Context: an optimization exercise on an open-source flow, tuned for small area, a short achievable clock period and few clock cycles. The choices shown serve that exercise and are no tape-out recipe.
In this exercise RTL edits were held to simulation tests only and were not proved equivalent to the original.

v48:
// chk_block
module chk_block (
    input  wire        clk,
    input  wire        rst,
    input  wire        req_valid,
    output wire        req_ready,
    input  wire [1:0]  req_op,
    input  wire [5:0]  req_addr,
    input  wire [2:0]  req_tenant,
    input  wire [31:0] req_wdata,
    input  wire [5:0]  wv_width,
    input  wire        wv_refin,
    input  wire        wv_refout,
    input  wire [2:0]  wv_fowner,
    input  wire [31:0] wv_poly,
    input  wire [31:0] wv_init,
    input  wire [31:0] wv_xorout,
    input  wire [31:0] wv_ref,
    output reg         rsp_valid,
    output reg  [1:0]  rsp_status,
    output wire [31:0] rsp_rdata
);
For scale: ~820 flip-flops, roughly 220 I/O pins, about 59,000 um^2 of cells after synthesis.
export LEC_CHECK = 0
export CAP_MARGIN = 20
export CORE_MARGIN = 2
export CORE_UTILIZATION = 55
export CTS_CLUSTER_DIAMETER = 70
export CTS_CLUSTER_SIZE = 30
export SLEW_MARGIN = 20
create_clock -name core_clock -period 20.0 [get_ports {clk}]
standard.sh (not shown) runs the stock make flow with config.mk's settings and CLKGATE_MAP_FILE= SYNTH_SCRIPT=/design/flow/synth_recipe.tcl, a recipe that flattens the netlist after the stock synthesis.
==> flow/flow/run.sh <==
#!/bin/bash
# Standard layout, with timing repair aimed at a tighter clock than the
# 20 ns constraint (repair stops once setup slack reaches the margin), and
# plain buffers (not delay cells) on the ports.
set -euo pipefail
bash standard.sh SETUP_SLACK_MARGIN=13.5 "BUFFER_PORTS_ARGS=-buffer_cell sky130_fd_sc_hd__buf_2" finish > standard.log 2>&1
Testbench counts of v48, summed over its fixed seeds: cycles 6,567.
Input-level comparison between v34 and v48:
- a change of CORE_UTILIZATION from 55 to 45
- a change of CAP_MARGIN from 20 to 10
- a change of SLEW_MARGIN from 20 to 10
Looking at last element of the critical path, the o_word[5] result is from v48; the o_word[9] one comes from v34.
Compared with v48, v34 shows number of non-filler instances in the completed layout higher by about 5%.
| timing-limited maximum frequency | v34 vs v48 | ≈ equal |
Worst hold slack: v34 worse than v48
NOTE count of vias placed by the detailed router v48->v34 increased slightly
Re length of routed wiring on met1: v48 was lower than v34.
[v34 vs v48] vertical extent of the die: higher in v34
## Diff of input files: v33 against v34
- putting TNS_END_PERCENT at 10 where nothing was set
- swapping 10 for 20 in CAP_MARGIN
- swapping 10 for 20 in SLEW_MARGIN
Results
Compared to v34, v33 shows a narrower setup margin. Reported for v34 and v33, number of clock sinks seen by CTS turned out identical to the last digit. On number of global-route vias before repair, v34 and v33 are neck and neck. Taking v34 as the reference point, the number of fill cells in the layout of v33 rises by 180. Diff v34 and v33: met3 routing resource usage after global routing higher in v33. Sequential cell count of the final layout came out exactly the same in v34 and v33.

========
## build 88
Another version of the RTL of chk_block (not shown whole).
clock: 20.0 ns
lec_check: 0
cap_margin: 20
core_margin: 2
core_utilization: 45
slew_margin: 20
Scripts as last shown in full above: flow/flow/run.sh
Testbench counts of build 88, summed over its fixed seeds: cycles 6,567.
Changes in build 95 relative to build 88:
# build 88
export LEC_CHECK = 0
export CAP_MARGIN = 20
export CORE_MARGIN = 2
export CORE_UTILIZATION = 45
export SLEW_MARGIN = 20
create_clock -name core_clock -period 20.0 [get_ports {clk}]
# build 95
export LEC_CHECK = 0
export CAP_MARGIN = 10
export CORE_MARGIN = 2
export CORE_UTILIZATION = 45
export CTS_CLUSTER_DIAMETER = 70
export CTS_CLUSTER_SIZE = 30
export SLEW_MARGIN = 10
create_clock -name core_clock -period 20.0 [get_ports {clk}]
==> comparison <==
Taking build 88 as the reference, in build 95 post-route worst setup slack up 0.066 ns, growth of design area from synthesis to finish down 1.2 points. Build 88 ended up with more cell instances than build 95 did. Build 95 against build 88: HPWL after detailed placement about even, design area went down by 1.0%, required arrival time at the worst endpoint level. [compare] base=build 88 new=build 95: non-clock buffer count saw a decrease, met2 track utilization from global routing fell by 0.40 points.
--- input diff build 95..build 54 ---
# build 95
export LEC_CHECK = 0
export CAP_MARGIN = 10
export CORE_MARGIN = 2
export CORE_UTILIZATION = 45
export CTS_CLUSTER_DIAMETER = 70
export CTS_CLUSTER_SIZE = 30
export SLEW_MARGIN = 10
create_clock -name core_clock -period 20.0 [get_ports {clk}]
# build 54
export LEC_CHECK = 0
export CAP_MARGIN = 20
export CORE_MARGIN = 2
export CORE_UTILIZATION = 30
export SLEW_MARGIN = 20
create_clock -name core_clock -period 20.0 [get_ports {clk}]
--- a/flow/flow/run.sh
+++ b/flow/flow/run.sh
@@ -5,2 +5,2 @@
 set -euo pipefail
-bash standard.sh SETUP_SLACK_MARGIN=13.5 "BUFFER_PORTS_ARGS=-buffer_cell sky130_fd_sc_hd__buf_2" finish > standard.log 2>&1
+bash standard.sh SETUP_SLACK_MARGIN=13 "BUFFER_PORTS_ARGS=-buffer_cell sky130_fd_sc_hd__buf_2" finish > standard.log 2>&1
Notes after the runs:
Between build 95 and build 54, post-route core utilization decreased.
Changes observed in build 54 relative to build 95: routed length on met2 higher; wire length of the first global-routing pass higher; net count reported at finish roughly the same; count of non-CTS buffers in the layout lower; area fraction of clock buffers and clock inverters higher.
Against build 95, worst setup margin in build 54 came out worse.
--- input diff build 54..build 13 ---
# build 54
export LEC_CHECK = 0
export CAP_MARGIN = 20
export CORE_MARGIN = 2
export CORE_UTILIZATION = 30
export SLEW_MARGIN = 20
create_clock -name core_clock -period 20.0 [get_ports {clk}]
# build 13
export LEC_CHECK = 0
export CAP_MARGIN = 10
export CORE_MARGIN = 2
export CORE_UTILIZATION = 55
export CTS_CLUSTER_DIAMETER = 70
export CTS_CLUSTER_SIZE = 30
export SLEW_MARGIN = 10
create_clock -name core_clock -period 20.0 [get_ports {clk}]
--- a/flow/flow/run.sh
+++ b/flow/flow/run.sh
@@ -5,2 +5,2 @@
 set -euo pipefail
-bash standard.sh SETUP_SLACK_MARGIN=13 "BUFFER_PORTS_ARGS=-buffer_cell sky130_fd_sc_hd__buf_2" finish > standard.log 2>&1
+bash standard.sh SETUP_SLACK_MARGIN=13.5 "BUFFER_PORTS_ARGS=-buffer_cell sky130_fd_sc_hd__buf_2" finish > standard.log 2>&1
==> notes.md <==
Against build 54 as the reference, build 13 delivers a lower clock buffer count in the final layout. From build 54 to build 13 the numbers moved as follows: routed wire length fell about 7%; post-cts repair resize count rose 220%; final non-filler cell area fell 2.0%. When build 13 is set beside build 54, its met2 wire length turns out to be about 11% smaller.

========
chk_block again, from the RTL that the note above started with.
export LEC_CHECK = 0
export CAP_MARGIN = 20
export CORE_MARGIN = 2
export CORE_UTILIZATION = 30
export SLEW_MARGIN = 20
create_clock -name core_clock -period 20.0 [get_ports {clk}]
==> flow/flow/run.sh <==
#!/bin/bash
# Standard layout, with timing repair aimed at a tighter clock than the
# 20 ns constraint (repair stops once setup slack reaches the margin), and
# plain buffers (not delay cells) on the ports.
set -euo pipefail
bash standard.sh SETUP_SLACK_MARGIN=13.5 "BUFFER_PORTS_ARGS=-buffer_cell sky130_fd_sc_hd__buf_2" finish > standard.log 2>&1
Testbench counts at the start, summed over its fixed seeds: cycles 6,567.
Change:
Settings changed: CAP_MARGIN 20 to 10, CORE_UTILIZATION 30 to 45, CTS_CLUSTER_DIAMETER set to 70, CTS_CLUSTER_SIZE set to 30, SLEW_MARGIN 20 to 10, TNS_END_PERCENT set to 10.
The changed run ran to the end with no violations.
Setup slack gains 0.056 ns.
Die area is lower by a quarter to a third.
Fmax rose slightly.
Non-clock buffer count came out lower by 12.
Synthesized cell count is unchanged.
Routed wire length went down by a few percent.
Change:
Settings changed: CAP_MARGIN 10 to 20, SLEW_MARGIN 10 to 20, TNS_END_PERCENT 10 to not set.
Design area stays flat.
Count of clock-buffer cells in the layout drops by 17.
Wire length drops by about 0.54%.
Worst hold slack loses 0.025 ns.
Die area stays the same.
Critical path depth drops by 2.
Via count drops by about 0.7%.
Flip-flop and latch count does not change.
Global-route usage drops by 0.20 points.
Register-to-register slack gains 0.24 ns.
Change:
Settings changed: CORE_UTILIZATION 45 to 30.
What happened:
- The changed run passed the timing, DRC and antenna checks
- first-iteration DRC count decreases by 2.0%
- worst hold slack gets better by 0.011 ns
- clock skew decreases by 0.019 ns
- synthesized cell count does not change
- design area increases by 2.2%
Change:
Settings changed: CAP_MARGIN 20 to 10, CORE_UTILIZATION 30 to 45, GPL_ROUTABILITY_DRIVEN set to 0, SLEW_MARGIN 20 to 10.
The changed run produced a clean layout.
Wire length came out lower by about 8%.
Critical path depth climbs by 1.
Maximum frequency fell by about 4%.
Worst hold slack improved by 0.053 ns.
First-iteration DRC count came out higher by 15%.
Cell area falls by about 2.2%.
Area after synthesis does not change.
Die area fell by about 33%.

========
Another version of the RTL of chk_block (not shown whole).
For scale: about 6100 cells after synthesis, roughly 220 I/O pins, roughly 59000 um^2 of cells after synthesis.
clock: 20.0 ns
lec_check: 0
cap_margin: 20
core_margin: 2
core_utilization: 45
cts_buf_list: sky130_fd_sc_hd__clkbuf_4 sky130_fd_sc_hd__clkbuf_8
slew_margin: 20
==> flow/flow/run.sh <==
#!/bin/bash
# Standard layout, with timing repair aimed at a tighter clock than the
# 20 ns constraint (repair stops once setup slack reaches the margin).
set -euo pipefail
bash standard.sh SETUP_SLACK_MARGIN=13.5 finish > standard.log 2>&1
Testbench counts at the start, summed over its fixed seeds: cycles 6,554.
Change:
==> flow/flow/run.sh (replaced) <==
#!/bin/bash
# Standard layout, with timing repair aimed at a tighter clock than the
# 20 ns constraint (repair stops once setup slack reaches the margin), and
# plain buffers (not delay cells) on the ports.
set -euo pipefail
bash standard.sh SETUP_SLACK_MARGIN=13.5 "BUFFER_PORTS_ARGS=-buffer_cell sky130_fd_sc_hd__buf_2" finish > standard.log 2>&1
Settings changed: CORE_UTILIZATION 45 to 30, CTS_BUF_LIST sky130_fd_sc_hd__clkbuf_4 sky130_fd_sc_hd__clkbuf_8 to not set.
The new run completed with no timing, DRC or antenna violations.
Clock skew fell by 15 ps.
Hold slack got worse by 13 ps.
Cell area fell by 1.0%.
Via count fell by 1.1%.

separate check: timing with driven ports:
Ports are ideal in the flow. The routed layouts listed here were re-timed in OpenROAD.
Step 1, drivers: a clkbuf_16 drives clk and a buf_2 each remaining input, both assumed.
Step 2 times the ports against the registers' clock, not the clock port: input delays grow and output delays shrink by t, the midpoint of the rising clock arrivals with the driver on.
Three values: ideal ports, drivers, drivers and shift; two values: the first two.
| run | t, ns | slack for setup (ns) | clock arrival spread, ns |
|---|---|---|---|
| v48 | 0.786 | 13.290 / 13.058 / 12.273 | 0.043 / 0.043 |
| v34 | 0.809 | 13.303 / 13.102 / 12.293 | 0.092 / 0.092 |
| v33 | 0.820 | 13.216 / 13.090 / 12.270 | 0.054 / 0.054 |
| build 88 | 0.796 | 13.368 / 13.181 / 12.384 | 0.086 / 0.087 |
| build 95 | 0.788 | 13.433 / 13.325 / 12.537 | 0.058 / 0.058 |
| build 54 | 0.807 | 13.053 / 12.749 / 11.942 | 0.058 / 0.058 |
| build 13 | 0.786 | 13.378 / 13.188 / 12.402 | 0.066 / 0.066 |
| the first run of note 3 | 0.804 | 13.252 / 13.002 / 12.197 | 0.046 / 0.045 |
| the second run of note 3 | 0.774 | 13.309 / 13.154 / 12.379 | 0.082 / 0.081 |
| the third run of note 3 | 0.822 | 13.401 / 13.255 / 12.433 | 0.070 / 0.070 |
| the fourth run of note 3 | 0.798 | 13.372 / 13.111 / 12.313 | 0.050 / 0.051 |
| the fifth run of note 3 | 0.774 | 13.100 / 13.151 / 12.377 | 0.063 / 0.063 |
| the first run of note 4 | 0.952 | 12.979 / 12.900 / 12.556 | 0.060 / 0.059 |
| the second run of note 4 | 0.842 | 13.145 / 13.068 / 12.511 | 0.046 / 0.046 |
After both steps setup and hold are still met in every run listed. For build 54, which loses most, drivers alone change the setup slack by -0.304 ns; drivers and shift together by -1.111 ns.
